What follows belongs to an exercise in optimizing a design on an open flow for small area, a short achievable clock period and few clock cycles per item; a production flow would make more cautious choices. Function was checked by simulation only, so behaviour that the tests miss may differ from the original.

## nickel
// zw96_blend
module zw96_blend (
    input  wire           clk,
    input  wire           rst,
    input  wire           in_valid,
    output wire           in_ready,
    input  wire [13:0]    bg_r,
    input  wire [13:0]    bg_g,
    input  wire [13:0]    bg_b,
    input  wire [7:0]     layer_en,      
    input  wire [8*14-1:0] a_pix,        
    input  wire [8*14-1:0] a_glob,       
    input  wire [8*14-1:0] c_r,
    input  wire [8*14-1:0] c_g,
    input  wire [8*14-1:0] c_b,
    output reg            out_valid,
    output wire [13:0]    out_r,
    output wire [13:0]    out_g,
    output wire [13:0]    out_b,
    output wire [8*14-1:0] out_w,        
    output wire [7:0]     out_contrib    
);
export LEC_CHECK = 0
export CAP_MARGIN = 20
export CORE_MARGIN = 2
export CORE_UTILIZATION = 55
export CTS_BUF_LIST = sky130_fd_sc_hd__clkbuf_4 sky130_fd_sc_hd__clkbuf_8
export PLACE_DENSITY = 0.7
export SLEW_MARGIN = 20
create_clock -name core_clock -period 45.0 [get_ports {clk}]
standard.sh (not shown) runs the stock make flow with config.mk's settings and CLKGATE_MAP_FILE= SYNTH_SCRIPT=/design/flow/synth_recipe.tcl, a recipe that flattens the netlist after the stock synthesis.
==> flow/flow/run.sh <==
#!/bin/bash
# Own layout flow: the standard layout (standard.sh), with two changes.
# 1. Between the standard synthesis and the rest of the flow, flow/pushinv.py
#    takes out inverters around the adder cells of the synthesised netlist
#    (a full adder with complemented inputs gives complemented outputs), with
#    the registers and the logic function unchanged.
# 2. Every timing repair step (floorplan, placement, CTS, global route) is
#    asked to leave SETUP_SLACK_MARGIN ns of setup slack. The clock stays at
#    the design's period and the SDC is the standard flow's; the margin only makes the
#    repair shorten the paths that set the achieved period.
# 3. Port buffers are buf_2 cells (buffer_ports -buffer_cell): every input
#    and output port still gets its own buffer, as in the standard flow.
# Each tool's output goes to a log of its own here (flow_*.log); ORFS keeps
# each step's log under orfs/logs/.
set -euo pipefail
cd "$(dirname "$0")/.."
export SETUP_SLACK_MARGIN=34.4
export BUFFER_PORTS_ARGS="-buffer_cell sky130_fd_sc_hd__buf_2"
R="$PWD/orfs/results/$FLOW_PLATFORM/zw96_blend/base"
bash standard.sh synth > flow_synth.log 2>&1
cp "$R/1_2_yosys.v" "$R/1_2_yosys_standard.v"
python3 flow/pushinv.py "$R/1_2_yosys_standard.v" "$R/1_2_yosys.v" > flow_pushinv.log 2>&1
rm -f "$R/1_synth.odb" "$R/1_synth.sdc"
bash standard.sh > flow_standard.log 2>&1
Other scripts of this flow, unchanged in this note and not shown: flow/flow/pushinv.py
Testbench counts of nickel, summed over its fixed seeds: cycles 16,066, items 8,000.
Here is what was changed in the inputs of xenon compared with nickel.
- CTS_BUF_LIST no longer set, was sky130_fd_sc_hd__clkbuf_4 sky130_fd_sc_hd__clkbuf_8
- CORE_UTILIZATION now 40, was 55
- PLACE_DENSITY now 0.6, was 0.7
diff --git a/flow/flow/run.sh b/flow/flow/run.sh
--- a/flow/flow/run.sh
+++ b/flow/flow/run.sh
@@ -9,12 +9,9 @@
 #    the design's period and the SDC is the standard flow's; the margin only makes the
 #    repair shorten the paths that set the achieved period.
-# 3. Port buffers are buf_2 cells (buffer_ports -buffer_cell): every input
-#    and output port still gets its own buffer, as in the standard flow.
 # Each tool's output goes to a log of its own here (flow_*.log); ORFS keeps
 # each step's log under orfs/logs/.
 set -euo pipefail
 cd "$(dirname "$0")/.."
-export SETUP_SLACK_MARGIN=34.4
-export BUFFER_PORTS_ARGS="-buffer_cell sky130_fd_sc_hd__buf_2"
+export SETUP_SLACK_MARGIN=34
 R="$PWD/orfs/results/$FLOW_PLATFORM/zw96_blend/base"
 bash standard.sh synth > flow_synth.log 2>&1
Results
- Number of buffer and inverter instances along the worst setup path for xenon: 1 up relative to nickel
- Higher required time at the worst-slack endpoint goes to nickel over xenon.
- Comparing nickel and xenon, the lower standard cell core area is on nickel.
- The more densely filled core belongs to nickel, not xenon.
- Looking at total setup buffers inserted after CTS, xenon sits about 40% lower than nickel does.
- Compared with nickel, xenon improves hold slack.
Setup changes, xenon to cedar
- CORE_UTILIZATION now 55, was 40
- CTS_BUF_LIST now sky130_fd_sc_hd__clkbuf_4 sky130_fd_sc_hd__clkbuf_8, previously not set
- PLACE_DENSITY now 0.7, was 0.6
diff --git a/flow/flow/run.sh b/flow/flow/run.sh
--- a/flow/flow/run.sh
+++ b/flow/flow/run.sh
@@ -9,4 +9,6 @@
 #    the design's period and the SDC is the standard flow's; the margin only makes the
 #    repair shorten the paths that set the achieved period.
+# 3. Port buffers are buf_2 cells (buffer_ports -buffer_cell): every input
+#    and output port still gets its own buffer, as in the standard flow.
 # Each tool's output goes to a log of its own here (flow_*.log); ORFS keeps
 # each step's log under orfs/logs/.
@@ -14,4 +16,5 @@
 cd "$(dirname "$0")/.."
 export SETUP_SLACK_MARGIN=34
+export BUFFER_PORTS_ARGS="-buffer_cell sky130_fd_sc_hd__buf_2"
 R="$PWD/orfs/results/$FLOW_PLATFORM/zw96_blend/base"
 bash standard.sh synth > flow_synth.log 2>&1
Notes after the runs:
Of cedar and xenon, it is cedar that has the lower final wirelength. cedar against xenon: global-route usage over all layers increased by 10 points relative to the old numbers, post-synthesis to final-layout area growth fell 6.4 points.
What yarrow does differently from cedar at the input level:
- PLACE_DENSITY now 0.6, was 0.7
- CTS_CLUSTER_SIZE now 12, previously not set
- CTS_CLUSTER_DIAMETER now 100, previously not set
- CORE_UTILIZATION now 40, was 55
diff --git a/flow/flow/run.sh b/flow/flow/run.sh
--- a/flow/flow/run.sh
+++ b/flow/flow/run.sh
@@ -9,5 +9,5 @@
 #    the design's period and the SDC is the standard flow's; the margin only makes the
 #    repair shorten the paths that set the achieved period.
-# 3. Port buffers are buf_2 cells (buffer_ports -buffer_cell): every input
+# 3. Port buffers are buf_1 cells (buffer_ports -buffer_cell): every input
 #    and output port still gets its own buffer, as in the standard flow.
 # Each tool's output goes to a log of its own here (flow_*.log); ORFS keeps
@@ -16,5 +16,5 @@
 cd "$(dirname "$0")/.."
 export SETUP_SLACK_MARGIN=34
-export BUFFER_PORTS_ARGS="-buffer_cell sky130_fd_sc_hd__buf_2"
+export BUFFER_PORTS_ARGS="-buffer_cell sky130_fd_sc_hd__buf_1"
 R="$PWD/orfs/results/$FLOW_PLATFORM/zw96_blend/base"
 bash standard.sh synth > flow_synth.log 2>&1
==> comparison <==
- Looking at count of clock-buffer cells in the layout, yarrow sits about 35% below cedar.
- NOTE final routed wirelength across all metal layers cedar->yarrow increased by a few percent
- Antenna diode instance count, yarrow vs cedar: down by more than a quarter
- yarrow vs cedar: sum of met2 wire segment lengths after detailed routing up by more than 10%
- The global-route wire length before repair in yarrow sits about 5.5% above the value recorded for cedar.
- DRC marker count from the first detailed-route iteration (yarrow / cedar): 0.835
- yarrow vs cedar: number of tap instances up by more than a quarter
--- input diff yarrow..sierra ---
- clearing CTS_CLUSTER_DIAMETER, which used to be 100
- clearing CTS_CLUSTER_SIZE, which used to be 12
diff --git a/flow/flow/run.sh b/flow/flow/run.sh
--- a/flow/flow/run.sh
+++ b/flow/flow/run.sh
@@ -9,5 +9,5 @@
 #    the design's period and the SDC is the standard flow's; the margin only makes the
 #    repair shorten the paths that set the achieved period.
-# 3. Port buffers are buf_1 cells (buffer_ports -buffer_cell): every input
+# 3. Port buffers are buf_2 cells (buffer_ports -buffer_cell): every input
 #    and output port still gets its own buffer, as in the standard flow.
 # Each tool's output goes to a log of its own here (flow_*.log); ORFS keeps
@@ -16,5 +16,5 @@
 cd "$(dirname "$0")/.."
 export SETUP_SLACK_MARGIN=34
-export BUFFER_PORTS_ARGS="-buffer_cell sky130_fd_sc_hd__buf_1"
+export BUFFER_PORTS_ARGS="-buffer_cell sky130_fd_sc_hd__buf_2"
 R="$PWD/orfs/results/$FLOW_PLATFORM/zw96_blend/base"
 bash standard.sh synth > flow_synth.log 2>&1
Findings:
- sierra vs. yarrow: share of the final layout cell area in sequential cells went down by 0.82 points.
- When sierra is set beside yarrow, its global router's overall resource usage turns out to be 0.35 points larger.
Modified inputs, pepper compared to sierra
- setting CTS_CLUSTER_SIZE to 12 for the first time
- setting CTS_CLUSTER_DIAMETER to 100 for the first time
diff --git a/flow/flow/run.sh b/flow/flow/run.sh
--- a/flow/flow/run.sh
+++ b/flow/flow/run.sh
@@ -9,5 +9,5 @@
 #    the design's period and the SDC is the standard flow's; the margin only makes the
 #    repair shorten the paths that set the achieved period.
-# 3. Port buffers are buf_2 cells (buffer_ports -buffer_cell): every input
+# 3. Port buffers are buf_1 cells (buffer_ports -buffer_cell): every input
 #    and output port still gets its own buffer, as in the standard flow.
 # Each tool's output goes to a log of its own here (flow_*.log); ORFS keeps
@@ -15,6 +15,6 @@
 set -euo pipefail
 cd "$(dirname "$0")/.."
-export SETUP_SLACK_MARGIN=34
-export BUFFER_PORTS_ARGS="-buffer_cell sky130_fd_sc_hd__buf_2"
+export SETUP_SLACK_MARGIN=33.7
+export BUFFER_PORTS_ARGS="-buffer_cell sky130_fd_sc_hd__buf_1"
 R="$PWD/orfs/results/$FLOW_PLATFORM/zw96_blend/base"
 bash standard.sh synth > flow_synth.log 2>&1
==> comparison <==
End point of the critical path: in_ready -> sierra, cs_q[7] -> pepper
On post-layout instance area: between sierra and pepper, it ends up higher for sierra.
Number of vias in the routed layout: pepper lower than sierra
Looking at count of non-CTS buffers in the layout, pepper sits 93 below sierra.
pepper | status: complete | timing, DRC, antenna: pass
pepper leaves less setup margin than sierra.

==> static timing again, ports no longer ideal <==
Ports are ideal in the flow. The routed layouts listed here were re-timed in OpenROAD.
Step 1, drivers: a clkbuf_16 drives clk and a buf_2 each remaining input, both assumed.
Step 2 moves the port delays by t, midway between the first and last clock arrival at a register: inputs arrive t later, outputs are due t later. That takes back most of the time a late clock gives input paths.
a / b / c = no drivers / after step 1 / after step 2; a / b = the first two.
run	t, ns	slack for setup (ns)	cell pins on the clock port's net
nickel	1.030	34.150 / 34.205 / 33.175	1
xenon	0.883	33.960 / 33.931 / 33.129	1
cedar	1.010	33.986 / 33.925 / 32.969	1
yarrow	1.026	33.938 / 33.948 / 32.922	1
sierra	1.028	34.033 / 33.945 / 33.062	1
pepper	1.036	33.733 / 33.787 / 32.751	1
After both steps every run listed still meets setup and hold. The setup slack of cedar, which loses most, moves by -0.061 ns with the drivers and by -1.017 ns with both steps.
